Background: an optimization exercise with open tools, aiming at small area. Do not read the settings as production practice. The RTL was checked by simulation tests, not by an equivalence proof against the original design. Power and IR drop assume default switching activity.

// sd_channel
module sd_channel (
    input  wire        clk,
    input  wire        rst,             
    input  wire        en,              
    input  wire [2:0]  cfg_order,       
    input  wire [8:0]  cfg_decim,       
    input  wire [6:0]  cfg_len,         
    input  wire        cfg_fen,         
    input  wire [5:0]  cfg_fr,          
    input  wire [3:0]  cfg_fcnt,        
    input  wire [15:0] cfg_fast_hi,     
    input  wire [15:0] cfg_fast_lo,     
    input  wire        sd_valid,        
    input  wire        sd_bit,
    input  wire        clr_stuck,       
    input  wire        clr_fast_trip,   
    output reg         res_valid,
    output wire [31:0] res_value,       
    output wire [7:0]  res_qual,        
    output wire [15:0] res_count,       
    output reg         fast_valid,
    output wire [15:0] fast_value,      
    output reg         stat_stuck,
    output reg         stat_fast_trip
);
    wire clr  = rst | ~en;
    wire fclr = clr | ~cfg_fen;
    wire take = en & sd_valid & ~rst;
    reg  [2:0] ph;
    wire [2:0] ph_n;
    sd_inc #(.W(3)) u_ph (.a(ph), .ci(1'b1), .s(ph_n), .co());
    always @(posedge clk) ph <= ph_n;
    wire ph0 = (ph == 3'd0);
    wire ph1 = (ph == 3'd1);
    wire ph7 = (ph == 3'd7);
    reg        xnew;           
    reg        fst;            
    reg [6:0]  run;            
    reg [10:0] sc;             
    wire        same     = ~fst & (sd_bit == xnew);
    wire        run_sat  = &run;
    wire [6:0]  run_inc;
    sd_inc #(.W(7)) u_run (.a(run), .ci(~run_sat), .s(run_inc), .co());
    wire [6:0]  run_n    = same ? run_inc : 7'd0;
    wire        stuck_n  = &run_n;
    wire        stuck_end = ~fst & ~same & run_sat;
    wire        sc_sat   = &sc;
    wire [10:0] sc_inc;
    sd_inc #(.W(11)) u_sc (.a(sc), .ci(~sc_sat), .s(sc_inc), .co());
    wire [10:0] sc_n     = (fst | stuck_end) ? 11'd1 : sc_inc;
    wire [10:0] kr_a = cfg_order[2] ? {cfg_decim, 2'b00} :
                       cfg_order[1] ? {1'b0, cfg_decim, 1'b0} : 11'd0;
    wire [10:0] kr_b = cfg_order[0] ? {2'b00, cfg_decim} : 11'd0;
    wire [10:0] kr, need;
  ...
Size: ~2,900 cells after synthesis, roughly 880 flip-flops, about 150 I/O pins, roughly 32,000 um^2 of cells after synthesis.
clock: 12.0 ns
lec_check: 0
abc_area: 1
cap_margin: 20
core_margin: 2
core_utilization: 40
cts_cluster_diameter: 80
cts_cluster_size: 34
slew_margin: 20
run.sh (not shown) runs the stock make flow with config.mk's settings and CLKGATE_MAP_FILE= SYNTH_SCRIPT=/design/flow/synth_recipe.tcl, a recipe that flattens the netlist after the stock synthesis.
Rerun with:
- CTS_CLUSTER_DIAMETER: 80 -> 110
- CTS_CLUSTER_SIZE: 34 -> 26
Non-clock buffer count is unchanged. Global-route usage is about the same. Cell count is about the same. Die area stays the same. First-iteration DRC count shrinks by a few percent. Routed wire length barely changes. Count of clock-buffer cells in the layout grows by 10. Combinational power hardly moves. Register-to-register slack stays flat. Fmax stays flat.
Rerun with:
- CTS_CLUSTER_DIAMETER: 110 -> 90
- CTS_CLUSTER_SIZE: 26 -> 30
The new run finished clean.
Critical path depth is unchanged.
Core utilization hardly moves.
Wire length went down by 0.39%.
Total power went up by 0.53%.
Die area stays the same.
Area after synthesis does not change.


Setup of v58:
sd_channel, a different RTL version from the one above (not shown whole).
make LEC_CHECK=0 ABC_AREA=0 CAP_MARGIN=20 CORE_MARGIN=2 CORE_UTILIZATION=40 CTS_CLUSTER_DIAMETER=120 CTS_CLUSTER_SIZE=30 SLEW_MARGIN=20 finish   # period 12.0 ns
Both conditions hold for v58: the flow ran to the end and the final layout passed the timing, design-rule and antenna checks.
[inputs] v49 vs v58
- CTS_CLUSTER_DIAMETER now 60, was 120
- ABC_AREA no longer set, was 0
- CTS_CLUSTER_SIZE now 40, was 30
Notes after the runs:
- Area: v49 vs v58 -> v49 larger
- Against v58, v49 comes in 0.18 points higher on global-route usage.
- v49 against v58: worst hold slack after final layout decreased by 0.0044 ns relative to the old numbers; number of instances in the placed design closely matched the old numbers; clock tree buffer count of the final layout increased by 7 relative to the old numbers; clock share of power increased by 9.9 points relative to the old numbers; total length of routed wires increased by about 0.6% relative to the old numbers.
[inputs] v6 vs v49
- CTS_CLUSTER_SIZE: 40 -> 30
- ABC_AREA: unset -> 1
- CTS_CLUSTER_DIAMETER: 60 -> 90
Results
- NOTE routed length on met3 v49->v6 decreased by more than 10%
- Between v49 and v6, the final clock skew figures differ only marginally.
- v49 → v6: detailed-placement wirelength estimate saw a decrease; core area saw a decrease; number of non-clock buffers in the layout saw an increase; maximum number of pins on one net before global-route repair saw an increase.
Setup changes, v6 to v32
- CTS_CLUSTER_SIZE removed (was 30)
- CTS_CLUSTER_DIAMETER removed (was 90)
- ABC_AREA removed (was 1)
[summary]
Measured against each other, v32 and v6 differ in area after synthesis, the higher figure coming from v32.
[v32 vs v6] count of clock-buffer cells in the layout: higher in v32
v32: total global routing track utilization 1.4 points above v6
There was hardly any difference in global routing usage on met1 between v32 and v6.
On v32: multi-input gate share of the layout cell area is 0.72 points higher than what v6 gave.
v32 vs v6 — maximum achievable frequency rose 0.50%.
Compared to v6, v32 has register-to-register slack 0.16 ns higher.
Min global-route track usage on met2 across v32 and v6: v6
v32 vs. v6: internal power component went up by 23%.
Relative to v6, share of total power in the clock network has gone up in v32.


P:
Another version of the RTL of sd_channel (not shown whole).
Size in the first run: ~880 flip-flops, roughly 150 I/O pins, ~33,000 sq um of cells after synthesis.
export LEC_CHECK = 0
export CAP_MARGIN = 20
export CORE_MARGIN = 2
export CORE_UTILIZATION = 40
export SLEW_MARGIN = 20
create_clock -name core_clock -period 12.0 [get_ports {clk}]
P: done, clean on timing, DRC and antenna
For Q, these inputs were changed with respect to P:
# P
export LEC_CHECK = 0
export CAP_MARGIN = 20
export CORE_MARGIN = 2
export CORE_UTILIZATION = 40
export SLEW_MARGIN = 20
create_clock -name core_clock -period 12.0 [get_ports {clk}]
# Q
export LEC_CHECK = 0
export CAP_MARGIN = 0
export CORE_MARGIN = 2
export CORE_UTILIZATION = 40
export CTS_BUF_LIST = sky130_fd_sc_hd__clkbuf_4 sky130_fd_sc_hd__clkbuf_8
export SLEW_MARGIN = 0
create_clock -name core_clock -period 12.0 [get_ports {clk}]
Notes after the runs:
- Status: total of plain and repair buffers excluding clock buffers parity (Q, P)
- Reported for P and Q, average size of a mapped cell turned out identical to the last digit.
- On area of the mapped netlist, P and Q are basically level.
- Critical path buffer and inverter count: Q vs P identical
- First-pass GRT wire length went up slightly going from P to Q.
- Delta (Q minus P): proportion of final cell area spent on non-clock buffers essentially unchanged; routed wire length now sits higher; total via count after detailed routing now sits higher; HPWL after detailed placement now sits at about the same level.


sd_channel with an RTL version that a note above also has.
For scale: ~880 flip-flops, roughly 150 I/O pins, roughly 0.032 sq mm of cells after synthesis.
Settings: LEC_CHECK=0, CAP_MARGIN=20, CORE_MARGIN=2, CORE_UTILIZATION=40, CTS_CLUSTER_DIAMETER=90, CTS_CLUSTER_SIZE=30, SLEW_MARGIN=20; clock period 12.0 ns.
Then changed:
Settings changed: ABC_AREA set to 1, CORE_UTILIZATION 40 to 60.
The new run finished with timing, DRC and antenna clean.
Synthesized area falls slightly.
Sequential power stays flat.
Power rises slightly.
Worst hold slack loses 7.2 ps.
Fmax falls by a few percent.
Setup slack loses 230 ps.
Clock skew rises by 3.6 ps.
Design area falls slightly.


sd_channel, a different RTL version from the one above (not shown whole).
Size in the first run: ~2800 cells after synthesis, ~890 flip-flops, ~150 I/O pins, about 32000 um^2 of cells after synthesis.
==> flow/config.mk <==
export PLATFORM = sky130hd
export DESIGN_NAME = sd_channel
export DESIGN_NICKNAME = sd_channel
export VERILOG_FILES = /design/flow/design.v
export SDC_FILE = /design/flow/constraint.sdc
export NUM_CORES = 4
export LEC_CHECK = 0
export CAP_MARGIN = 20
export CORE_MARGIN = 2
export CORE_UTILIZATION = 40
export CTS_CLUSTER_SIZE = 22
export SLEW_MARGIN = 20
==> flow/constraint.sdc <==
create_clock -name core_clock -period 12.0 [get_ports {clk}]
set_input_delay 2.4000 -clock core_clock [delete_from_list [all_inputs] [get_ports {clk}]]
set_output_delay 2.4000 -clock core_clock [all_outputs]
set_load 0.01 [all_outputs]
The first run finished with timing, DRC and antenna clean.
==> next run, changes <==
Settings changed: CTS_CLUSTER_SIZE 22 to 28.
What happened:
- register-to-register slack stays flat
- final area stays the same
- area after synthesis stays the same
- clock skew is unchanged
- setup slack is unchanged
- power stays the same

[re-timing with driven ports]
The results above use ideal ports. As a check the final layouts listed here were re-extracted and re-timed, cells and wires unchanged.
Step 1: set_driving_cell puts a clkbuf_16 on clk and a buf_2 on each other input, an assumption about the parent block.
Step 2 also shifts input and output timing later by t, the mid clock arrival at the registers, as if the neighbouring blocks saw the same clock.
Slacks: no drivers / after step 1 / after step 2; pairs: no drivers / after step 1.
run	t (ns)	slack for setup (ns)	worst setup path at the end
the first run of note 1	0.657	0.911 / 0.951 / 0.294	input to register
the second run of note 1	0.641	0.878 / 0.919 / 0.278	input to register
the third run of note 1	0.641	0.886 / 0.924 / 0.282	input to register
v58	0.653	0.953 / 0.934 / 0.282	input to register
v49	0.682	1.025 / 1.005 / 0.323	input to register
v6	0.657	0.933 / 0.970 / 0.313	input to register
v32	0.675	0.987 / 0.965 / 0.290	input to register
P	0.696	0.909 / 0.938 / 0.243	input to register
Q	0.844	1.068 / 1.094 / 0.250	input to register
the first run of note 4	0.653	0.959 / 0.936 / 0.284	input to register
the second run of note 4	0.643	0.731 / 0.767 / 0.124	input to register
the first run of note 5	0.689	0.856 / 0.881 / 0.192	input to register
the second run of note 5	0.689	0.856 / 0.881 / 0.192	input to register
After both steps setup and hold are still met in every run listed. The setup slack of Q, which loses most, moves by +0.026 ns with the drivers and by -0.818 ns with both steps.
